Context: an optimization exercise on an open-source flow, tuned for small area, a short achievable clock period and few clock cycles per item. The choices shown serve that exercise and are no tape-out recipe. RTL that was checked went through simulation tests only; none was proved equivalent to the original. Only the layout flow was run in runs 1 and 2; the RTL was not checked for function there. Power is estimated from default activity; no workload was simulated.

**design/flow/design.v**
```verilog
module bf_rescale (
    input  wire        clk,
    input  wire        rst,
    input  wire        start,
    input  wire [63:0] mask,
    input  wire [1:0]  rs_cap,
    output wire        ready,
    output reg         rd_en,
    output wire [5:0]  rd_addr,
    input  wire [31:0] rd_data,
    output reg         out_valid,
    output reg  [5:0]  out_idx,
    output reg  [12:0] out_i,
    output reg  [12:0] out_q,
    output reg         done,
    output wire [15:0] s_out,
    output wire [4:0]  exp_out,
    output wire        null_out
);
    localparam [1:0] S_IDLE = 2'd0,
                     S_P1   = 2'd1,
                     S_DIV  = 2'd2,
                     S_P2   = 2'd3;
    localparam [5:0] D_FIRST  = 6'd6;
    localparam [5:0] P2_FIRST = 6'd38;
    localparam [5:0] P2_LAST  = 6'd37;
    localparam [1:0] M_SQ  = 2'd0,     
                     M_ONE = 2'd1,     
                     M_S   = 2'd2;     
    reg [1:0]  state;
    reg        ready_r;
    reg [5:0]  cnt;
    reg        ready_o;
    reg [5:0]  ra_r;
    reg [63:0] mask_r;
    reg        cap_hi, cap_lo;
    reg        two;                     
    reg [15:0] s_r;
    reg [4:0]  exp_r;
    reg        null_r;
    assign ready    = ready_o;
    assign rd_addr  = ra_r;
    assign s_out    = s_r;
    assign exp_out  = exp_r;
    assign null_out = null_r;
    wire accept = start & ready_r;
    wire last_rd  = (state == S_P1 && cnt == 6'd0) || (state == S_P2 && cnt == P2_LAST);
    wire first_rd = (state == S_P1 && cnt == 6'd1) || (state == S_P2 && cnt == P2_FIRST);
    always @(posedge clk) begin
        cnt    <= ready_r ? 6'd1 : cnt + 6'd1;
        ra_r   <= ready_r ? 6'd1 : ra_r + 6'd1;
        mask_r <= ready_r ? {mask[0], mask[63:1]} : {mask_r[0], mask_r[63:1]};
        if (ready_r) begin
            cap_hi <= rs_cap[1];
            cap_lo <= rs_cap[0];
        end
        if (state == S_P1 && cnt == 6'd1)
            two <= ~cap_hi & (|mask_r);
    end
    always @(posedge clk) begin
        if (rst)
            ready_o <= 1'b1;
        else if (ready_r)
            ready_o <= ~start;
        else
            ready_o <= (state == S_P1 && cnt == 6'd63 && !two) ||
                       (state == S_P2 && cnt == P2_LAST - 6'd1);
    end
    always @(posedge clk) begin
        if (rst) begin
            state   <= S_IDLE;
            rd_en   <= 1'b0;
            ready_r <= 1'b1;
        end else begin
            case (state)
                S_IDLE: begin
                    if (accept) begin
                        state   <= S_P1;
                        rd_en   <= 1'b1;
                        ready_r <= 1'b0;
                    end
                end
                S_P1: begin
                    if (cnt == 6'd63 && !two)
                        ready_r <= 1'b1;
                    if (cnt == 6'd0) begin
                        if (two) begin
                            state <= S_DIV;
                            rd_en <= 1'b0;
                        end else if (accept) begin
                            ready_r <= 1'b0;
                        end else begin
                            state <= S_IDLE;
                            rd_en <= 1'b0;
                        end
                    end
                end
                S_DIV: begin
                    if (cnt == P2_FIRST - 6'd1) begin
                        state <= S_P2;
                        rd_en <= 1'b1;
                    end
                end
                S_P2: begin
                    if (cnt == P2_LAST - 6'd1)
                        ready_r <= 1'b1;
                    if (cnt == P2_LAST) begin
                        if (accept) begin
                            state   <= S_P1;
                            ready_r <= 1'b0;
                        end else begin
                            state <= S_IDLE;
                            rd_en <= 1'b0;
                        end
                    end
                end
            endcase
        end
    end
    reg        v1, pa1, m1, last1, fp1, w01;
    reg        v2, m2, last2, fp2;
    reg [1:0]  md2;
    reg [5:0]  ng_i, on_i, tw_i, ng_q, on_q, tw_q;
    reg [16:0] x_i, x_q;
    reg        nzd2;
    wire [11:0] r_i = rd_data[11:0];
    wire [11:0] r_q = rd_data[23:12];
    wire [12:0] e_i = {r_i, 1'b0};
    wire [12:0] e_q = {r_q, 1'b0};
    wire        sq1 = pa1 & two;
    wire [15:0] s_op = pa1 ? 16'd16384 : s_r;
    integer k;
    always @(posedge clk) begin
        if (rst) begin
            v1 <= 1'b0;
            v2 <= 1'b0;
        end else begin
            v1 <= rd_en;
            v2 <= v1;
        end
        pa1   <= (state == S_P1);
        m1    <= mask_r[0];
        last1 <= last_rd;
        fp1   <= first_rd;
        w01   <= (cnt == 6'd0);
        m2    <= m1;
        last2 <= last1;
        fp2   <= fp1;
        md2   <= !pa1 ? M_S : (two ? M_SQ : M_ONE);
        for (k = 0; k < 6; k = k + 1) begin
            ng_i[k] <= e_i[2*k+2];
            on_i[k] <= e_i[2*k+1] ^ e_i[2*k];
            tw_i[k] <= (e_i[2*k+2] & ~e_i[2*k+1] & ~e_i[2*k]) | (~e_i[2*k+2] & e_i[2*k+1] & e_i[2*k]);
            ng_q[k] <= e_q[2*k+2];
            on_q[k] <= e_q[2*k+1] ^ e_q[2*k];
            tw_q[k] <= (e_q[2*k+2] & ~e_q[2*k+1] & ~e_q[2*k]) | (~e_q[2*k+2] & e_q[2*k+1] & e_q[2*k]);
        end
        x_i   <= sq1 ? {{5{r_i[11]}}, r_i} : {1'b0, s_op};
        x_q   <= sq1 ? {{5{r_q[11]}}, r_q} : {1'b0, s_op};
        nzd2  <= |rd_data[23:0];
        if (v1 && w01 && !(pa1 && two))
            exp_r <= rd_data[28:24];
    end
    wire [26:0] ra_i, rb_i, ra_q, rb_q;
    bf_bmul mul_i (.ng(ng_i), .on(on_i), .tw(tw_i), .x(x_i), .ra(ra_i), .rb(rb_i));
    bf_bmul mul_q (.ng(ng_q), .on(on_q), .tw(tw_q), .x(x_q), .ra(ra_q), .rb(rb_q));
    reg        v3, m3, last3, fp3, nzd3;
    reg [1:0]  md3;
    reg [26:0] ya_i, yb_i, ya_q, yb_q;
    always @(posedge clk) begin
        if (rst)
            v3 <= 1'b0;
        else
            v3 <= v2;
        m3    <= m2;
        last3 <= last2;
        nzd3  <= nzd2;
        md3   <= md2;
        fp3   <= fp2;
        ya_i  <= ra_i;
        yb_i  <= rb_i;
        ya_q  <= ra_q;
        yb_q  <= rb_q;
    end
    wire        sq  = (md3 == M_SQ);
    wire [26:0] p_i = ya_i + yb_i;
    wire [26:0] p_q = ya_q + yb_q;
    wire first3 = (md3 != M_S) && fp3;
    wire nz_cur = ~m3 & nzd3;
    reg        nz, anym;
    wire       nz_t   = (nz & ~first3) | nz_cur;
    wire       anym_t = (anym & ~first3) | m3;
    wire       null_1 = anym_t & ~nz_t;
    reg        v4, m4, first4;
    reg [9:0]  hi_i, hi_q;
    always @(posedge clk) begin
        if (rst) begin
            out_valid <= 1'b0;
            done      <= 1'b0;
            v4        <= 1'b0;
        end else begin
            out_valid <= v3 & ~sq;
            done      <= v3 & ~sq & last3;
            v4        <= v3 & sq;
        end
        out_idx <= !fp3 ? out_idx + 6'd1 : (md3 == M_S) ? P2_FIRST : 6'd1;
        out_i   <= sq ? p_i[12:0] : m3 ? 13'd0 : p_i[26:14];
        out_q   <= sq ? p_q[12:0] : m3 ? 13'd0 : p_q[26:14];
        hi_i    <= p_i[22:13];
        hi_q    <= p_q[22:13];
        if (v3 && md3 != M_S) begin
            nz   <= nz_t;
            anym <= anym_t;
        end
        m4     <= m3;
        first4 <= first3;
    end
    reg        m5;
    reg [23:0] pw;
    always @(posedge clk) begin
        m5 <= m4;
        pw <= v4 ? {1'b0, hi_i, out_i} + {1'b0, hi_q, out_q} : 24'd0;
    end
    reg [33:0] z;
    reg [29:0] s_rem;
    reg [1:0]  qb;
    reg        ovf;
    reg [16:0] srem;
    wire        in_div  = (state == S_DIV) && (cnt >= D_FIRST);
    wire        d_neg   = z[33];
    wire [32:0] dsum    = {z[33:2], 1'b1} + {(d_neg ? {2'b00, s_rem} : ~{2'b00, s_rem}), ~d_neg};
    wire [31:0] dnew    = dsum[32:1];
    wire        q_bit   = ~dnew[31];
    wire        s_neg   = srem[16];
    wire [14:0] root    = s_r[14:0];
    wire [18:0] ssh     = {srem, qb};
    wire [18:0] snew    = ssh + {(s_neg ? {2'b00, root} : ~{2'b00, root}), 2'b11};
    wire        s_bit   = ~snew[18];
    wire        sq_step = (state == S_DIV) && (cnt[0] == D_FIRST[0] + 1'b1) && (cnt >= D_FIRST + 6'd3);
    wire [15:0] cap_v   = cap_lo ? 16'd23170 : 16'd32768;
    wire        big     = ovf | (cap_lo & (root >= 15'd23170));
    always @(posedge clk) begin
        if (in_div)
            z <= {dnew[30:0], z[1:0], 1'b0};
        else if (first4)
            z <= 34'd0;
        else
            z <= {4'd0, z[29:0] + {6'd0, pw}};
        if (first4)
            s_rem <= 30'd0;
        else
            s_rem <= s_rem + (m5 ? 30'd0 : {6'd0, pw});
        if (in_div) begin
            qb <= {qb[0], q_bit};
            if (cnt == D_FIRST)
                ovf <= q_bit;
        end
        if (state == S_DIV && cnt == D_FIRST) begin
            s_r  <= 16'd0;
            srem <= 17'd0;
        end else if (sq_step) begin
            s_r  <= {1'b0, root[13:0], s_bit};
            srem <= snew[16:0];
        end
        if (state == S_P2 && cnt == P2_FIRST) begin
            s_r    <= !nz ? 16'd0 : big ? cap_v : {1'b0, root};
            null_r <= !nz;
        end
        if (v3 && md3 == M_ONE && last3) begin
            s_r    <= null_1 ? 16'd0 : 16'd16384;
            null_r <= null_1;
        end
    end
endmodule
module bf_bmul (
    input  wire [5:0]  ng,
    input  wire [5:0]  on,
    input  wire [5:0]  tw,
    input  wire [16:0] x,
    output wire [26:0] ra,
    output wire [26:0] rb
);
    wire [17:0] x1 = {x[16], x};
    wire [17:0] x2 = {x, 1'b0};
    wire [17:0] pp0 = (({18{on[0]}} & x1) | ({18{tw[0]}} & x2)) ^ {18{ng[0]}};
    wire [17:0] pp1 = (({18{on[1]}} & x1) | ({18{tw[1]}} & x2)) ^ {18{ng[1]}};
    wire [17:0] pp2 = (({18{on[2]}} & x1) | ({18{tw[2]}} & x2)) ^ {18{ng[2]}};
    wire [17:0] pp3 = (({18{on[3]}} & x1) | ({18{tw[3]}} & x2)) ^ {18{ng[3]}};
    wire [17:0] pp4 = (({18{on[4]}} & x1) | ({18{tw[4]}} & x2)) ^ {18{ng[4]}};
    wire [17:0] pp5 = (({18{on[5]}} & x1) | ({18{tw[5]}} & x2)) ^ {18{ng[5]}};
    wire t1 = pp0[10] ^ pp1[8];
    wire t2 = pp0[10] & pp1[8];
    wire t3 = pp0[11] ^ pp1[9];
    wire t4 = pp0[11] & pp1[9];
    wire t5 = pp0[12] ^ pp1[10];
    wire t6 = pp0[12] & pp1[10];
    wire t7 = pp0[13] ^ pp1[11];
    wire t8 = pp0[13] & pp1[11];
    wire t9 = pp0[14] ^ pp1[12];
    wire t10 = pp0[14] & pp1[12];
    wire t11 = pp0[15] ^ pp1[13];
    wire t12 = pp0[15] & pp1[13];
    wire t13 = pp0[16] ^ pp1[14];
    wire t14 = pp0[16] & pp1[14];
    wire t15 = pp0[17] ^ pp1[15];
    wire t16 = pp0[17] & pp1[15];
    wire t17 = pp0[17] ^ pp1[16];
    wire t18 = pp0[17] & pp1[16];
    wire t19 = ~pp0[17] ^ ~pp1[17];
    wire t20 = ~pp0[17] & ~pp1[17];
    wire t21 = pp0[6] ^ pp1[4];
    wire t22 = pp0[6] & pp1[4];
    wire t23 = pp0[7] ^ pp1[5];
    wire t24 = pp0[7] & pp1[5];
    wire t25 = pp0[8] ^ pp1[6] ^ pp2[4];
    wire t26 = (pp0[8] & pp1[6]) | (pp0[8] & pp2[4]) | (pp1[6] & pp2[4]);
    wire t27 = pp3[2] ^ pp4[0];
    wire t28 = pp3[2] & pp4[0];
    wire t29 = pp0[9] ^ pp1[7] ^ pp2[5];
    wire t30 = (pp0[9] & pp1[7]) | (pp0[9] & pp2[5]) | (pp1[7] & pp2[5]);
    wire t31 = pp3[3] ^ pp4[1];
    wire t32 = pp3[3] & pp4[1];
    wire t33 = t1 ^ pp2[6] ^ pp3[4];
    wire t34 = (t1 & pp2[6]) | (t1 & pp3[4]) | (pp2[6] & pp3[4]);
    wire t35 = pp4[2] ^ pp5[0] ^ ng[5];
    wire t36 = (pp4[2] & pp5[0]) | (pp4[2] & ng[5]) | (pp5[0] & ng[5]);
    wire t37 = t2 ^ t3 ^ pp2[7];
    wire t38 = (t2 & t3) | (t2 & pp2[7]) | (t3 & pp2[7]);
    wire t39 = pp3[5] ^ pp4[3] ^ pp5[1];
    wire t40 = (pp3[5] & pp4[3]) | (pp3[5] & pp5[1]) | (pp4[3] & pp5[1]);
    wire t41 = t4 ^ t5 ^ pp2[8];
    wire t42 = (t4 & t5) | (t4 & pp2[8]) | (t5 & pp2[8]);
    wire t43 = pp3[6] ^ pp4[4] ^ pp5[2];
    wire t44 = (pp3[6] & pp4[4]) | (pp3[6] & pp5[2]) | (pp4[4] & pp5[2]);
    wire t45 = t6 ^ t7 ^ pp2[9];
    wire t46 = (t6 & t7) | (t6 & pp2[9]) | (t7 & pp2[9]);
    wire t47 = pp3[7] ^ pp4[5] ^ pp5[3];
    wire t48 = (pp3[7] & pp4[5]) | (pp3[7] & pp5[3]) | (pp4[5] & pp5[3]);
    wire t49 = t8 ^ t9 ^ pp2[10];
    wire t50 = (t8 & t9) | (t8 & pp2[10]) | (t9 & pp2[10]);
    wire t51 = pp3[8] ^ pp4[6] ^ pp5[4];
    wire t52 = (pp3[8] & pp4[6]) | (pp3[8] & pp5[4]) | (pp4[6] & pp5[4]);
    wire t53 = t10 ^ t11 ^ pp2[11];
    wire t54 = (t10 & t11) | (t10 & pp2[11]) | (t11 & pp2[11]);
    wire t55 = pp3[9] ^ pp4[7] ^ pp5[5];
    wire t56 = (pp3[9] & pp4[7]) | (pp3[9] & pp5[5]) | (pp4[7] & pp5[5]);
    wire t57 = t12 ^ t13 ^ pp2[12];
    wire t58 = (t12 & t13) | (t12 & pp2[12]) | (t13 & pp2[12]);
    wire t59 = pp3[10] ^ pp4[8] ^ pp5[6];
    wire t60 = (pp3[10] & pp4[8]) | (pp3[10] & pp5[6]) | (pp4[8] & pp5[6]);
    wire t61 = t14 ^ t15 ^ pp2[13];
    wire t62 = (t14 & t15) | (t14 & pp2[13]) | (t15 & pp2[13]);
    wire t63 = pp3[11] ^ pp4[9] ^ pp5[7];
    wire t64 = (pp3[11] & pp4[9]) | (pp3[11] & pp5[7]) | (pp4[9] & pp5[7]);
    wire t65 = t16 ^ t17 ^ pp2[14];
    wire t66 = (t16 & t17) | (t16 & pp2[14]) | (t17 & pp2[14]);
    wire t67 = pp3[12] ^ pp4[10] ^ pp5[8];
    wire t68 = (pp3[12] & pp4[10]) | (pp3[12] & pp5[8]) | (pp4[10] & pp5[8]);
    wire t69 = t18 ^ t19 ^ pp2[15];
    wire t70 = (t18 & t19) | (t18 & pp2[15]) | (t19 & pp2[15]);
    wire t71 = pp3[13] ^ pp4[11] ^ pp5[9];
    wire t72 = (pp3[13] & pp4[11]) | (pp3[13] & pp5[9]) | (pp4[11] & pp5[9]);
    wire t73 = t20 ^ 1'b1 ^ pp2[16];
    wire t74 = (t20 & 1'b1) | (t20 & pp2[16]) | (1'b1 & pp2[16]);
    wire t75 = pp3[14] ^ pp4[12] ^ pp5[10];
    wire t76 = (pp3[14] & pp4[12]) | (pp3[14] & pp5[10]) | (pp4[12] & pp5[10]);
    wire t77 = ~pp2[17] ^ pp3[15] ^ pp4[13];
    wire t78 = (~pp2[17] & pp3[15]) | (~pp2[17] & pp4[13]) | (pp3[15] & pp4[13]);
    wire t79 = 1'b1 ^ pp3[16];
    wire t80 = 1'b1 & pp3[16];
    wire t81 = pp0[4] ^ pp1[2];
    wire t82 = pp0[4] & pp1[2];
    wire t83 = pp0[5] ^ pp1[3];
    wire t84 = pp0[5] & pp1[3];
    wire t85 = t21 ^ pp2[2] ^ pp3[0];
    wire t86 = (t21 & pp2[2]) | (t21 & pp3[0]) | (pp2[2] & pp3[0]);
    wire t87 = t22 ^ t23 ^ pp2[3];
    wire t88 = (t22 & t23) | (t22 & pp2[3]) | (t23 & pp2[3]);
    wire t89 = t24 ^ t25 ^ t27;
    wire t90 = (t24 & t25) | (t24 & t27) | (t25 & t27);
    wire t91 = t26 ^ t28 ^ t29;
    wire t92 = (t26 & t28) | (t26 & t29) | (t28 & t29);
    wire t93 = t30 ^ t32 ^ t33;
    wire t94 = (t30 & t32) | (t30 & t33) | (t32 & t33);
    wire t95 = t34 ^ t36 ^ t37;
    wire t96 = (t34 & t36) | (t34 & t37) | (t36 & t37);
    wire t97 = t38 ^ t40 ^ t41;
    wire t98 = (t38 & t40) | (t38 & t41) | (t40 & t41);
    wire t99 = t42 ^ t44 ^ t45;
    wire t100 = (t42 & t44) | (t42 & t45) | (t44 & t45);
    wire t101 = t46 ^ t48 ^ t49;
    wire t102 = (t46 & t48) | (t46 & t49) | (t48 & t49);
    wire t103 = t50 ^ t52 ^ t53;
    wire t104 = (t50 & t52) | (t50 & t53) | (t52 & t53);
    wire t105 = t54 ^ t56 ^ t57;
    wire t106 = (t54 & t56) | (t54 & t57) | (t56 & t57);
    wire t107 = t58 ^ t60 ^ t61;
    wire t108 = (t58 & t60) | (t58 & t61) | (t60 & t61);
    wire t109 = t62 ^ t64 ^ t65;
    wire t110 = (t62 & t64) | (t62 & t65) | (t64 & t65);
    wire t111 = t66 ^ t68 ^ t69;
    wire t112 = (t66 & t68) | (t66 & t69) | (t68 & t69);
    wire t113 = t70 ^ t72 ^ t73;
    wire t114 = (t70 & t72) | (t70 & t73) | (t72 & t73);
    wire t115 = t74 ^ t76 ^ t77;
    wire t116 = (t74 & t76) | (t74 & t77) | (t76 & t77);
    wire t117 = t78 ^ t79 ^ pp4[14];
    wire t118 = (t78 & t79) | (t78 & pp4[14]) | (t79 & pp4[14]);
    wire t119 = t80 ^ ~pp3[17] ^ pp4[15];
    wire t120 = (t80 & ~pp3[17]) | (t80 & pp4[15]) | (~pp3[17] & pp4[15]);
    wire t121 = 1'b1 ^ pp4[16];
    wire t122 = 1'b1 & pp4[16];
    wire t123 = pp0[2] ^ pp1[0];
    wire t124 = pp0[2] & pp1[0];
    wire t125 = pp0[3] ^ pp1[1];
    wire t126 = pp0[3] & pp1[1];
    wire t127 = t81 ^ pp2[0] ^ ng[2];
    wire t128 = (t81 & pp2[0]) | (t81 & ng[2]) | (pp2[0] & ng[2]);
    wire t129 = t82 ^ t83 ^ pp2[1];
    wire t130 = (t82 & t83) | (t82 & pp2[1]) | (t83 & pp2[1]);
    wire t131 = t84 ^ t85 ^ ng[3];
    wire t132 = (t84 & t85) | (t84 & ng[3]) | (t85 & ng[3]);
    wire t133 = t86 ^ t87 ^ pp3[1];
    wire t134 = (t86 & t87) | (t86 & pp3[1]) | (t87 & pp3[1]);
    wire t135 = t88 ^ t89 ^ ng[4];
    wire t136 = (t88 & t89) | (t88 & ng[4]) | (t89 & ng[4]);
    wire t137 = t90 ^ t91 ^ t31;
    wire t138 = (t90 & t91) | (t90 & t31) | (t91 & t31);
    wire t139 = t92 ^ t93 ^ t35;
    wire t140 = (t92 & t93) | (t92 & t35) | (t93 & t35);
    wire t141 = t94 ^ t95 ^ t39;
    wire t142 = (t94 & t95) | (t94 & t39) | (t95 & t39);
    wire t143 = t96 ^ t97 ^ t43;
    wire t144 = (t96 & t97) | (t96 & t43) | (t97 & t43);
    wire t145 = t98 ^ t99 ^ t47;
    wire t146 = (t98 & t99) | (t98 & t47) | (t99 & t47);
    wire t147 = t100 ^ t101 ^ t51;
    wire t148 = (t100 & t101) | (t100 & t51) | (t101 & t51);
    wire t149 = t102 ^ t103 ^ t55;
    wire t150 = (t102 & t103) | (t102 & t55) | (t103 & t55);
    wire t151 = t104 ^ t105 ^ t59;
    wire t152 = (t104 & t105) | (t104 & t59) | (t105 & t59);
    wire t153 = t106 ^ t107 ^ t63;
    wire t154 = (t106 & t107) | (t106 & t63) | (t107 & t63);
    wire t155 = t108 ^ t109 ^ t67;
    wire t156 = (t108 & t109) | (t108 & t67) | (t109 & t67);
    wire t157 = t110 ^ t111 ^ t71;
    wire t158 = (t110 & t111) | (t110 & t71) | (t111 & t71);
    wire t159 = t112 ^ t113 ^ t75;
    wire t160 = (t112 & t113) | (t112 & t75) | (t113 & t75);
    wire t161 = t114 ^ t115 ^ pp5[11];
    wire t162 = (t114 & t115) | (t114 & pp5[11]) | (t115 & pp5[11]);
    wire t163 = t116 ^ t117 ^ pp5[12];
    wire t164 = (t116 & t117) | (t116 & pp5[12]) | (t117 & pp5[12]);
    wire t165 = t118 ^ t119 ^ pp5[13];
    wire t166 = (t118 & t119) | (t118 & pp5[13]) | (t119 & pp5[13]);
    wire t167 = t120 ^ t121 ^ pp5[14];
    wire t168 = (t120 & t121) | (t120 & pp5[14]) | (t121 & pp5[14]);
    wire t169 = t122 ^ ~pp4[17] ^ pp5[15];
    wire t170 = (t122 & ~pp4[17]) | (t122 & pp5[15]) | (~pp4[17] & pp5[15]);
    wire t171 = 1'b1 ^ pp5[16];
    wire t172 = 1'b1 & pp5[16];
    assign ra = {t170, t168, t166, t164, t162, t160, t158, t156, t154, t152, t150, t148, t146, t144, t142, t140, t138, t136, t134, t132, t130, t128, t126, t124, t123, pp0[1], pp0[0]};
    assign rb = {t171, t169, t167, t165, t163, t161, t159, t157, t155, t153, t151, t149, t147, t145, t143, t141, t139, t137, t135, t133, t131, t129, t127, t125, ng[1], 1'b0, ng[0]};
endmodule
```
**design/flow/flow/run.sh**
```bash
#!/bin/bash
# The standard layout (standard.sh, unchanged synthesis and steps) with three settings:
#  - the setup repair aims for a slack margin of 8.3 ns below the 12 ns clock, so that it
#    works on every path longer than 3.7 ns rather than only on paths over 12 ns;
#  - the port buffers are buf_2 rather than the default delay cell;
#  - clock tree clusters of at most 25 flip-flops within 100 um.
# Each tool's full output is in the ORFS logs under orfs/logs/; make's output is in
# standard_make.log beside this script's work folder.
set -euo pipefail
bash standard.sh SETUP_SLACK_MARGIN=8.3 CTS_CLUSTER_SIZE=25 CTS_CLUSTER_DIAMETER=100 \
    "BUFFER_PORTS_ARGS=-buffer_cell sky130_fd_sc_hd__buf_2" finish > standard_make.log 2>&1
```
**design/flow/standard.sh**
```bash
#!/bin/bash
# synth_recipe.tcl (not shown) runs the flow's synth.tcl, then flattens the netlist and writes it again
# the make line also repeats each setting of config.mk as NAME=value (left out here)
make -C /OpenROAD-flow-scripts/flow DESIGN_CONFIG=/design/flow/config.mk WORK_HOME=/design/flow/orfs CLKGATE_MAP_FILE= SYNTH_SCRIPT=/design/flow/synth_recipe.tcl "${@:-finish}"
```
**design/flow/config.mk**
```make
export PLATFORM = sky130hd
export DESIGN_NAME = bf_rescale
export DESIGN_NICKNAME = bf_rescale
export VERILOG_FILES = /design/flow/design.v
export SDC_FILE = /design/flow/constraint.sdc
export NUM_CORES = 4
export LEC_CHECK = 0
export CAP_MARGIN = 20
export CORE_MARGIN = 2
export CORE_UTILIZATION = 40
export PLACE_DENSITY = 0.6
export SLEW_MARGIN = 20
```
**design/flow/constraint.sdc**
```tcl
create_clock -name core_clock -period 12.0 [get_ports {clk}]
set_input_delay 2.4000 -clock core_clock [delete_from_list [all_inputs] [get_ports {clk}]]
set_output_delay 2.4000 -clock core_clock [all_outputs]
set_load 0.01 [all_outputs]
```
==> results.json, run 1 <==
{
  "fmax_mhz": 272.1,
  "cts_tree": "done",
  "core-area_mm2": 0.07271,
  "r2r_slack_ns": 8.50,
  "cp_max_fo": 2,
  "finalNetCount": 3593,
  "wl_mm": 72.68,
  "final.fill_count": 7117,
  "num_vias": 21850,
  "cp_cell_sequence": "buf_2",
  "ys_top_cells_by_area": "dfxtp_1 (30%), xnor2_1 (9.3%), ha_1 (9.1%)",
  "dp_cells": 4064,
  "netlist_instances": 3092,
  "grt-ovfl-total": 0,
  "netlist_area_mm2": 0.02932,
  "leakagePower_nw": 13.80,
  "setup_viol": 0,
  "antenna_found_initial": 25,
  "ys.warnings.count": 1,
  "wl_met1_mm": 32.85,
  "ys_seq_area_share_pct": 33.12,
  "power.density_mw_per_mm2": 260.7,
  "grt_max_degree": 85,
  "yosysUniqueCellTypes": 82,
  "drtAntennaViolNets": 0,
  "cts_hold_buf": 0,
  "run_status": "no timing/DRC/antenna violations",
  "hold_end": "m5$_DFF_P_",
  "fin_crit_ns": 3.675,
  "portBuffers": 161,
  "rsz0062_at_grt": "no",
  "critPathRequiredTime_ns": 9.60,
  "cp-start-kind": "flip-flop",
  "syn_to_final_growth_pct": 8.791,
  "insertion_delay_ns": 0.61,
  "syn-num-nets": 3534,
  "synth_edf_count": 30,
  "place_congestion": 0.9131,
  "drt-initial-drc-count": 1435,
  "die_h_um": 274.7,
  "cts_buffers": 27,
  "async_reset_ff_share_pct": 0,
  "placed_area_mm2": 0.03081,
  "utilization_pct": 43.87,
  "hold_viol": 0,
  "reg2reg_to": "yb_i[19]$_DFF_P_",
  "die_x_um": 274.7,
  "vias_per_cell": 5.285,
  "finalPower_mw": 8.316,
  "start_util_pct": 40.32,
  "vdd_drop_max_mv": 0.1361,
  "final_cell_area_mm2": 0.03190,
  "drive_gt1_share_pct": 11.14,
  "dr.max_layer_used": "met5",
  "wl_met2_mm": 33.76,
  "drc_errors": 0,
  "synth_top_area_share_pct": 30.04,
  "hp-start": "m4$_DFF_P_",
  "rows": 99,
  "slowest_delay_ns": 0.48,
  "critPathBufInv": 1,
  "dpl.hpwl_mm": 56.46,
  "r2r_start": "ng_i[3]$_DFF_P_",
  "cpMaxStageDelayCell": "dfxtp_1",
  "synth_largest_area_cell": "dfxtp_1",
  "critPathArrivalTime_ns": 1.27,
  "drt_first_pass_iters": 5,
  "stdcell_count": 4134,
  "final.period_utilization_pct": 30.62,
  "grt_first_pass_wirelength_mm": 115.7,
  "first_global_vias": 21440,
  "endpoint_kind": "primary output",
  "wl_met3_mm": 4.054,
  "worst_pin_slew_ns": 1.087,
  "ios": 165,
  "cp_top_family": "flip-flops",
  "path_clk_slew_ns": 0.09,
  "ff2ff_path_depth": 6,
  "path_class": "flip-flop to primary output",
  "wl_per_cell_um": 17.58,
  "avgSynthCellArea_um2": 9.482,
  "drv_slew": 0,
  "grt_use_total_pct": 18.95,
  "finalSetupTns_ns": 0,
  "die_area_mm2": 0.07548,
  "cts.sinks": 470,
  "finClkSkew_ns": 0.03727,
  "h-tree-depth": 1,
  "hold_class": "flip-flop to flip-flop",
  "clockBufferDepth": 3,
  "relSlewSlack_pct": 27.46,
  "synth_seq_cells": 470,
  "cap_violations": 0,
  "min_path_cells": 0,
  "synth_top_flop_cell": "dfxtp_1",
  "cts_root_buf": "clkbuf_16"
}
[stage by stage]
stage / setup WS, ns / hold WS (ns)
final: 8.325 / 0.3336
after global routing: 8.307 / 0.3393
after CTS: 8.301 / 0.3352
after detailed placement: 7.907 / 0.3121
after global placement: 7.879 / 0.3095
after floorplan: 8.570 / 0.3096
[where the power goes]
part | internal, mW | leakage [nW] | switching (mW) | total, mW
registers | 2.08 | 3.94 | 0.465 | 2.55
clock network | 0.452 | 0.432 | 0.577 | 1.03
logic | 2.11 | 9.42 | 2.63 | 4.74
[routing by layer]
| metal | GRT usage [%] | vias up |
|---|---|---|
| li1 | - | 10920 |
| met2 | 31.98 | 518 |
| met1 | 25.05 | 10280 |
| met3 | 3.195 | 109 |
| met5 | 0 | - |
| met4 | 5.049 | 28 |
[cell usage in the layout, fill, tap and decap left out, types with 13 or more instances in the layout]
cell type	instances
a211oi_1	25
a21o_1	91
a21oi_1	135
a22o_1	13
a22oi_1	194
and2_1	22
and3_1	18
buf_2	161
buf_4	26
clkbuf_16	27
dfxtp_1	424
dfxtp_2	14
edfxtp_1	30
fa_1	127
ha_1	214
inv_1	204
mux2_2	66
nand2_1	151
nand2b_1	29
nand3_1	49
nand4_1	21
nor2_1	170
nor2b_1	71
nor3_1	41
nor4_1	23
o211ai_1	13
o21a_1	27
o21ai_0	113
o21bai_1	19
o22ai_1	26
or2_2	16
or3_1	14
xnor2_1	312
xor2_1	106
[cells by family (layout without fill, tap and decap cells)]
kind of cell	after synthesis	after routing	synth area share [%]
other cells	0	7	0
xor+xnor	418	418	12.49
fa+ha+maj	341	341	17.80
buf+inv	364	440	4.660
mux	73	73	2.774
simple gates	653	653	11.00
compound gates	773	773	18.16
flops	470	470	33.12
[flip-flops by register name (all words and copies together) (netlist names), 10 cells and up, named ones only]
signal,cells
x_i,17
hi_i,10
srem,17
mask_r,64
ya_i,27
pw,24
x_q,17
hi_q,10
s_rem,30
ya_q,27
out_q,13
z,34
out_i,13
yb_i,26
yb_q,26
s_r,16
[worst max path at each step]
stage                               from                    end  slack (ns)  cells after the start
floorplan                          start  state[0]$_SDFFE_PP0P_        8.57                      5
global placement        z[33]$_SDFF_PN0_          ovf$_DFFE_PP_        7.88                     12
detailed placement      z[33]$_SDFF_PN0_          ovf$_DFFE_PP_        7.91                     12
CTS                 s_r[8]$_SDFFCE_PP0P_               s_out[8]        8.30                      1
global route            out_q[7]$_DFF_P_               out_q[7]        8.31                      1
finish                 out_q[12]$_DFF_P_              out_q[12]        8.33                      1
[area by class of cell]
cell class	instances	area [um^2]	area share [%]
Clock inverter	14	157.7	0.4943
Timing Repair Buffer	188	1015	3.181
Clock buffer	32	714.4	2.240
Tap cell	959	1200	3.762
Inverter	206	773.2	2.424
Sequential cell	470	9734	30.52
Multi-Input combinational cell	2258	18290	57.33
Antenna cell	7	17.52	0.05492
[synthesized netlist by cell type, drive strengths merged, types with 7 or more instances]
master	instances
and2	22
buf	20
a21o	93
o211ai	13
o21a	27
o22ai	26
o21ai	119
xor2	106
inv	204
nand2b	29
clkbuf	138
o2111ai	10
fa	127
o31ai	13
a22oi	194
mux2	66
nand4	21
dfxtp	440
a21boi	7
nor4	23
a211oi	27
or3	14
or2	16
xnor2	312
a22o	13
mux2i	7
nor2	170
nor3	42
nand3	49
and3	18
nor2b	71
edfxtp	30
nand2	151
ha	214
or4	7
a21oi	137
o21bai	20
o31a	8
a31oi	12
[what timing repair did]
item,4_1_cts,5_1_grt
pin swaps,0,0
setup buffers,12,5
gates resized for setup,17,10
endpoints found under the setup margin,35,12
==> run 2: changes to the inputs <==
--- a/design/flow/design.v
+++ b/design/flow/design.v
@@ -36,10 +36,11 @@
     reg        cap_hi, cap_lo;
     reg        two;                     
-    reg [15:0] s_r;
+    reg [15:0] s_r;                     
+    reg [15:0] s_o;                     
     reg [4:0]  exp_r;
     reg        null_r;
     assign ready    = ready_o;
     assign rd_addr  = ra_r;
-    assign s_out    = s_r;
+    assign s_out    = s_o;
     assign exp_out  = exp_r;
     assign null_out = null_r;
@@ -265,8 +266,9 @@
         if (state == S_P2 && cnt == P2_FIRST) begin
             s_r    <= !nz ? 16'd0 : big ? cap_v : {1'b0, root};
+            s_o    <= !nz ? 16'd0 : big ? cap_v : {1'b0, root};
             null_r <= !nz;
         end
         if (v3 && md3 == M_ONE && last3) begin
-            s_r    <= null_1 ? 16'd0 : 16'd16384;
+            s_o    <= null_1 ? 16'd0 : 16'd16384;
             null_r <= null_1;
         end
==> run 2 against run 1 <==
  * Critical endpoint is now out_i[0]
  * Critical path type unchanged
  * Flip-flop and latch count grew 16
  * Clock-buffer cell count rose by 1
  * Largest power group unchanged
  * Die area is 1.9% higher
  * Hold slack better by 0.00073 ns
==> results.json, run 2 <==
{
  "run_status": "no timing/DRC/antenna violations",
  "clockBufferDepth": 3,
  "utilization_pct": 43.76,
  "finClkSkew_ns": 0.03521,
  "synth_seq_cells": 486,
  "num_vias": 22270,
  "relSlewSlack_pct": 25.17,
  "cp_cell_sequence": "buf_2",
  "antenna_found_initial": 14,
  "synth.most_common_cell": "dfxtp_1",
  "grt-ovfl-total": 0,
  "critPathArrivalTime_ns": 1.22,
  "rows": 100,
  "leakagePower_nw": 13.95,
  "drc_errors": 0,
  "path_clk_slew_ns": 0.10,
  "final_common_cell": "dfxtp_1",
  "first_global_vias": 21780,
  "async_reset_ff_share_pct": 0,
  "fmax_mhz": 276.3,
  "finalSetupTns_ns": 0,
  "avgSynthCellArea_um2": 9.614,
  "cts_hold_buf": 0,
  "synth_common_cells": "dfxtp_1 (440), xnor2_1 (310), ha_1 (214), a22oi_1 (195), inv_1 (194)",
  "setup_viol": 0,
  "cts_root_buf": "clkbuf_16",
  "ff2ff_path_depth": 12,
  "vias_per_cell": 5.365,
  "wl_mm": 76.24,
  "synth_largest_area_cell": "dfxtp_1",
  "final.period_utilization_pct": 30.16,
  "layout_common_cells": "dfxtp_1 (422), xnor2_1 (310), ha_1 (214)",
  "wl_per_cell_um": 18.37,
  "ys_seq_area_share_pct": 34.09,
  "power.density_mw_per_mm2": 257.8,
  "top_regs": "mask_r: 64 flops, z: 34 flops, s_rem: 30 flops",
  "cp_top_family": "flip-flops",
  "synth_edf_count": 46,
  "hp-start": "m2$_DFF_P_",
  "ys_top_cells_by_area": "dfxtp_1 (29%), xnor2_1 (9.1%), ha_1 (9.0%)",
  "cp-start-kind": "flip-flop",
  "ys.warnings.count": 1,
  "grt_max_degree": 84,
  "cts_buffers": 27,
  "finalNetCount": 3603,
  "path_class": "flip-flop to primary output",
  "place_congestion": 0.8795,
  "die_area_mm2": 0.07692,
  "hold_class": "flip-flop to flip-flop",
  "drv_slew": 0,
  "min_path_cells": 0,
  "drtAntennaViolNets": 0,
  "cts_tree": "done",
  "cp_max_fo": 2,
  "dp_cells": 4094,
  "netlist_instances": 3109,
  "cts.sinks": 486,
  "core-area_mm2": 0.07420,
  "die_h_um": 277.4,
  "dpl.hpwl_mm": 57.89,
  "syn_to_final_growth_pct": 8.632,
  "drive_gt1_share_pct": 10.64,
  "critPathRequiredTime_ns": 9.60,
  "stdcell_count": 4150,
  "r2r_slack_ns": 8.41,
  "syn-num-nets": 3551,
  "top_register": "mask_r",
  "netlist_area_mm2": 0.02989,
  "fin_crit_ns": 3.620,
  "endpoint_kind": "primary output",
  "hold_viol": 0,
  "drt-initial-drc-count": 1676,
  "reg2reg_to": "s_rem[26]$_SDFF_PP0_",
  "cpMaxStageDelayCell": "dfxtp_1",
  "synth_top_flop_cell": "dfxtp_1",
  "vdd_drop_max_mv": 0.1367,
  "portBuffers": 161,
  "yosysUniqueCellTypes": 80,
  "drt_first_pass_iters": 5,
  "start_util_pct": 40.28,
  "die_x_um": 277.4,
  "grt_first_pass_wirelength_mm": 121.7,
  "cap_violations": 0,
  "largest_reg_flops": 64,
  "worst_pin_slew_ns": 1.121,
  "ios": 165,
  "slowest_delay_ns": 0.43,
  "insertion_delay_ns": 0.63,
  "r2r_start": "m5$_DFF_P_",
  "rsz0062_at_grt": "yes",
  "hold_end": "m3$_DFF_P_",
  "critPathBufInv": 1,
  "grt_use_total_pct": 19.55,
  "h-tree-depth": 1,
  "synth_top_area_share_pct": 29.47
}
==> run 2: changes by cell type in the layout (fill, tap and decap cells not counted), sizes merged, moves of 6 or more <==
cell / previous run / this run
or3: 14 / 22
a22o: 13 / 29
inv: 214 / 201
buf: 187 / 177
a21o: 93 / 85
a211oi: 27 / 21
nand2: 151 / 162
and2: 22 / 41
o31a: 8 / 2
mux2: 66 / 72
edfxtp: 30 / 46
a21oi: 137 / 145
nor3: 42 / 32
nor2: 170 / 155
==> run 2: worst max path at each step <==
| stage | cells after the start | to | slack (ns) | from |
|---|---|---|---|---|
| 2_1_floorplan | 5 | state[0]$_SDFFE_PP0P_ | 8.58 | start |
| 3_3_place_gp | 11 | qb[0]$_DFFE_PP_ | 7.70 | z[33]$_SDFF_PN0_ |
| 3_5_place_dp | 11 | qb[0]$_DFFE_PP_ | 7.70 | z[33]$_SDFF_PN0_ |
| 4_1_cts | 1 | out_i[8] | 8.32 | out_i[8]$_DFF_P_ |
| 5_1_grt | 12 | s_rem[26]$_SDFF_PP0_ | 8.18 | m5$_DFF_P_ |
| 6_report | 1 | out_i[0] | 8.38 | out_i[0]$_DFF_P_ |
==> run 2: timing repair <==
action / CTS / global route
gates resized for setup: 12 / 6
pin swaps: 0 / 2
buffers inserted: 7 / 0
endpoints found under the setup margin: 22 / 13
==> run 2: per-layer routing <==
metal	track usage [%]	wire (um)
met4	5.045	2009
met3	2.796	3764
met5	0	96
met1	26.54	35170
met2	32.55	35200
==> run 2: area by class of cell <==
cell class	instances	area [um^2]
Fill cell	7240	41730
Sequential cell	486	10220
Multi-Input combinational cell	2273	18430
Clock buffer	33	729.5
Inverter	196	735.7
Antenna cell	5	12.51
Clock inverter	11	177.7
Tap cell	969	1212
Timing Repair Buffer	177	958.4
==> run 2: logic make-up (layout without fill, tap and decap cells) <==
family	Yosys count	count (layout)	synth area share, %
other	0	5	0
AOI/OAI and AO/OA	775	775	17.74
adders and majority gates	341	341	17.46
buffers and inverters	350	417	4.396
xor gates and xnor gates	421	421	12.34
and+or+nand+nor	657	657	11.03
DFF	486	486	34.09
muxes	79	79	2.947
==> run 2: report_power, final <==
group / switching (mW) / internal [mW] / total (mW)
logic: 2.63 / 2.04 / 4.66
clock network: 0.599 / 0.479 / 1.08
registers: 0.478 / 2.15 / 2.63
total: 3.70 / 4.66 / 8.37
==> run 2: per-stage QoR <==
step	total power, mW	hold slack (ns)	instance area, um^2	setup slack, ns
after floorplan	5.962	0.3096	29890	8.580
after global placement	7.284	0.3097	31400	7.698
after detailed placement	7.310	0.3128	31400	7.703
after CTS	8.418	0.3359	32410	8.317
after global routing	9.186	0.3388	32460	8.182
final	8.369	0.3344	32470	8.380
==> run 3: changes to the inputs <==
--- a/design/flow/design.v
+++ b/design/flow/design.v
@@ -31,16 +31,13 @@
     reg        ready_r;
     reg [5:0]  cnt;
-    reg        ready_o;
-    reg [5:0]  ra_r;
     reg [63:0] mask_r;
     reg        cap_hi, cap_lo;
     reg        two;                     
-    reg [15:0] s_r;                     
-    reg [15:0] s_o;                     
+    reg [15:0] s_r;
     reg [4:0]  exp_r;
     reg        null_r;
-    assign ready    = ready_o;
-    assign rd_addr  = ra_r;
-    assign s_out    = s_o;
+    assign ready    = ready_r;
+    assign rd_addr  = cnt;
+    assign s_out    = s_r;
     assign exp_out  = exp_r;
     assign null_out = null_r;
@@ -50,5 +47,4 @@
     always @(posedge clk) begin
         cnt    <= ready_r ? 6'd1 : cnt + 6'd1;
-        ra_r   <= ready_r ? 6'd1 : ra_r + 6'd1;
         mask_r <= ready_r ? {mask[0], mask[63:1]} : {mask_r[0], mask_r[63:1]};
         if (ready_r) begin
@@ -60,13 +56,4 @@
     end
     always @(posedge clk) begin
-        if (rst)
-            ready_o <= 1'b1;
-        else if (ready_r)
-            ready_o <= ~start;
-        else
-            ready_o <= (state == S_P1 && cnt == 6'd63 && !two) ||
-                       (state == S_P2 && cnt == P2_LAST - 6'd1);
-    end
-    always @(posedge clk) begin
         if (rst) begin
             state   <= S_IDLE;
@@ -266,9 +253,8 @@
         if (state == S_P2 && cnt == P2_FIRST) begin
             s_r    <= !nz ? 16'd0 : big ? cap_v : {1'b0, root};
-            s_o    <= !nz ? 16'd0 : big ? cap_v : {1'b0, root};
             null_r <= !nz;
         end
         if (v3 && md3 == M_ONE && last3) begin
-            s_o    <= null_1 ? 16'd0 : 16'd16384;
+            s_r    <= null_1 ? 16'd0 : 16'd16384;
             null_r <= null_1;
         end
==> design/flow/flow/run.sh (replaced) <==
#!/bin/bash
# The standard layout (standard.sh) with the standard flow's synthesis script, except that ABC maps
# with flow/abc_nf.script (area-oriented &nf mapping) instead of ORFS's speed script, and:
#  - the setup repair aims for a slack margin of 8.3 ns below the 12 ns clock;
#  - the port buffers are buf_2 rather than the default delay cell;
#  - clock tree clusters of at most 20 flip-flops within 100 um.
# Each tool's full output is in the ORFS logs under orfs/logs/; make's output is in
# standard_make.log.
set -euo pipefail
here=$(pwd)
{
  echo "proc abc {args} { set i [lsearch \$args -script]; if {\$i >= 0} { lset args [expr {\$i + 1}] $here/flow/abc_nf.script }; yosys abc {*}\$args }"
  cat synth_recipe.tcl
} > my_synth.tcl
bash standard.sh SYNTH_SCRIPT=$here/my_synth.tcl SETUP_SLACK_MARGIN=8.3 CTS_CLUSTER_SIZE=20 CTS_CLUSTER_DIAMETER=100 \
    "BUFFER_PORTS_ARGS=-buffer_cell sky130_fd_sc_hd__buf_2" finish > standard_make.log 2>&1
==> design/flow/flow/abc_nf.script (new file) <==
strash
&get -n
&fraig -x
&put
dc2
strash
&get -n
&dch -f
&nf
&put
buffer -c
upsize
dnsize
==> run 3 against run 2 <==
  * Hold slack worse by 0.0062 ns
  * Worst setup slack lost 1.3 ns
  * Non-clock buffer count grew 284
  * Total power is 16% higher
  * Core utilization up 6.0 points
  * Fmax fell by 27%
  * First-iteration DRC count is 31% lower
  * Final cell count is 2.8% lower
  * Synthesized cell count down 9.8%
  * Register-to-register slack worse by 1.4 ns
  * Sequential power fell by 2%
  * Clock-buffer cell count is 4 higher
  * Critical endpoint is now z[6]$_DFF_P_
  * Largest power group unchanged
  * Highest routed layer unchanged
==> results.json, run 3 <==
{
  "drc_errors": 0,
  "num_vias": 21590,
  "cts_tree": "done",
  "syn_to_final_growth_pct": 23.13,
  "wl_per_cell_um": 18.95,
  "stdcell_count": 4034,
  "antenna_found_initial": 14,
  "final_common_cell": "dfxtp_1",
  "synth.most_common_cell": "dfxtp_1",
  "top_regs": "mask_r: 64 flops, z: 34 flops, s_rem: 30 flops",
  "hold-worst-slack_ns": 0.3281,
  "die_area_mm2": 0.06992,
  "hold_viol": 0,
  "final.fill_count": 5989,
  "relSlewSlack_pct": 25.57,
  "first_global_vias": 21880,
  "die_h_um": 264.4,
  "clockBufferDepth": 3,
  "placed_area_mm2": 0.02869,
  "largest_reg_flops": 64,
  "drtAntennaViolNets": 0,
  "die_x_um": 264.4,
  "synth_top_family_by_area": "adder cells",
  "cp-start-kind": "flip-flop",
  "fmax_mhz": 201.6,
  "core-area_mm2": 0.06716,
  "p_seq_share_pct": 26.5,
  "setup_viol": 0,
  "h-tree-depth": 1,
  "cts_hold_buf": 0,
  "power.density_mw_per_mm2": 290.2,
  "place_congestion": 0.8542,
  "critPathRequiredTime_ns": 12.49,
  "yosysUniqueCellTypes": 62,
  "p_sw_mw": 4.050,
  "synth_seq_cells": 463,
  "finalNetCount": 3585,
  "utilization_pct": 49.74,
  "netlist_instances": 2803,
  "critPathArrivalTime_ns": 5.45,
  "start_util_pct": 40.39,
  "dp_cells": 3693,
  "run_status": "no timing/DRC/antenna violations",
  "syn-num-nets": 3244,
  "synth_top_area_share_pct": 31.95,
  "synth_edf_count": 30,
  "synth_top_flop_cell": "dfxtp_1",
  "cp_top_family": "buffers and inverters",
  "avgSynthCellArea_um2": 9.678,
  "synth_xor_area_share_pct": 10.94,
  "dpl.hpwl_mm": 51.88,
  "grt-ovfl-total": 0,
  "drt-initial-drc-count": 1160,
  "synth_largest_area_cell": "dfxtp_1",
  "cpMaxStageDelayCell": "dfxtp_4",
  "ys_seq_area_share_pct": 35.27,
  "cts.sinks": 463,
  "worst_pin_slew_ns": 1.115,
  "slowest_delay_ns": 0.40,
  "drive_gt1_share_pct": 26.81,
  "cts_root_buf": "clkbuf_16",
  "async_reset_ff_share_pct": 0,
  "synth_common_cells": "dfxtp_1 (433), xnor2_1 (262), ha_1 (213), a22oi_1 (192), inv_1 (191)",
  "final.period_utilization_pct": 41.33,
  "synthSimpleGateAreaFrac_pct": 9.266,
  "cp_max_fo": 4,
  "path_class": "flip-flop to flip-flop",
  "wl_mm": 76.43,
  "grt_max_degree": 78,
  "netlist_area_mm2": 0.02713,
  "finClkSkew_ns": 0.02683,
  "rsz0062_at_grt": "yes",
  "insertion_delay_ns": 0.61,
  "top_register": "mask_r",
  "drt_first_pass_iters": 5,
  "critPathBufInv": 29,
  "ios": 165,
  "cp_common_cell": "buf_4",
  "vias_per_cell": 5.352,
  "endpoint_kind": "flip-flop",
  "grt_first_pass_wirelength_mm": 117.8,
  "portBuffers": 161,
  "cap_violations": 0,
  "synth_fa_ha_area_share_pct": 19.20,
  "grt_use_total_pct": 20.79,
  "p_clk_share_pct": 10.3,
  "leakagePower_nw": 14.85,
  "path_clk_slew_ns": 0.10,
  "p_comb_share_pct": 63.2,
  "synth_compound_area_share_pct": 17.76,
  "final_cell_area_mm2": 0.03340,
  "ys.warnings.count": 1,
  "hold_class": "flip-flop to flip-flop",
  "internal_power_mw": 5.642,
  "drv_slew": 0,
  "cts_buffers": 28,
  "fin_crit_ns": 4.959,
  "vdd_drop_max_mv": 0.1394,
  "layout_common_cells": "dfxtp_1 (402), xnor2_1 (242), buf_4 (221)",
  "rows": 95,
  "ys_top_cells_by_area": "dfxtp_1 (32%), ha_1 (9.8%), fa_1 (9.4%)",
  "synthMuxAreaShare_pct": 2.813,
  "swShare_pct": 41.79,
  "finalSetupTns_ns": 0
}
[run 3: cells by family (layout without fill, tap and decap cells)]
logic type / count (synthesis) / after routing
buf+inv: 343 / 696
flops: 463 / 463
compound gates: 742 / 742
mux: 68 / 68
fa+ha+maj: 340 / 340
simple gates: 508 / 508
xor+xnor: 339 / 339
other cells: 0 / 5
[run 3: layer usage]
| metal | GRT usage [%] | share of wire [%] | vias up | routed length [um] |
|---|---|---|---|---|
| li1 | - | - | 10360 | - |
| met1 | 25.31 | 42 | 10480 | 31730 |
| met2 | 36.54 | 49 | 580 | 37390 |
| met3 | 4.793 | 6.2 | 151 | 4735 |
| met4 | 6.081 | 3.2 | 18 | 2463 |
| met5 | 0 | 0.15 | - | 114 |
[run 3: cell type report]
cell class	instances	area, um^2	share of cell area [%]
clock buffer	37	765.7	2.292
antenna	5	12.51	0.03746
sequential	463	9625	28.82
timing repair buffer	461	3377	10.11
tap	873	1092	3.270
multi-input combinational	1997	17760	53.17
clock inverter	5	46.29	0.1386
inverter	193	724.4	2.169
[run 3: power by group through the flow]
stage	clock network, mW	logic [mW]	registers (mW)
5_1_grt	1.08	6.72	2.62
3_5_place_dp	0	4.12	2.59
2_1_floorplan	0	3.15	2.34
4_1_cts	1.02	5.28	2.56
3_3_place_gp	0	4.04	2.58
6_report	0.998	6.12	2.57
[run 3: worst paths after layout]
path                                      to  slack (ns)  depth (start not counted)             start
worst max-delay path            z[6]$_DFF_P_        7.04                         35  z[33]$_SDFF_PN0_
worst min-delay path              m5$_DFF_P_        0.33                          0        m4$_DFF_P_
worst max register to register  z[6]$_DFF_P_        7.04                         35  z[33]$_SDFF_PN0_
worst min register to register    m5$_DFF_P_        0.33                          0        m4$_DFF_P_
[run 3: through the flow]
step / setup slack, ns / power (mW)
floorplan: 7.425 / 5.487
global placement: 6.379 / 6.622
detailed placement: 6.357 / 6.717
CTS: 7.238 / 8.858
global route: 6.924 / 10.42
finish: 7.041 / 9.692
[run 3: what timing repair did]
item / 4_1_cts / 5_1_grt
buffers inserted: 220 / 74
setup endpoints to repair: 89 / 79
pin swaps: 169 / 177
gates resized for setup: 189 / 213
Testbench counts of run 3, summed over its fixed seeds: cycles 43,495, items 384.

[re-timing with driven ports]
How much do the figures lean on ideal ports? The routed layouts below were timed once more, with nothing changed but the port constraints. Step 1: set_driving_cell puts a clkbuf_16 on clk and a buf_2 on each other input, an assumption about the parent block. Step 2 also shifts input and output timing later by t, the mid clock arrival at the registers, as if the neighbouring blocks saw the same clock. Slacks: no drivers / after step 1 / after step 2; pairs: no drivers / after step 1.
run | shift t [ns] | setup WS [ns] | worst register clock-pin slew, ns | worst slew at a driven data input, ns | pins driven straight from the clock port
run 1 | 0.651 | 8.325 / 8.264 / 8.199 | 0.10 / 0.10 | 0.07 | 1
run 2 | 0.673 | 8.380 / 8.320 / 8.241 | 0.11 / 0.11 | 0.07 | 1
run 3 | 0.660 | 7.041 / 7.041 / 7.041 | 0.10 / 0.10 | 0.08 | 1
After both steps setup and hold are still met in every run listed. The setup slack of run 2, which loses most, moves by -0.060 ns with the drivers and by -0.139 ns with both steps.
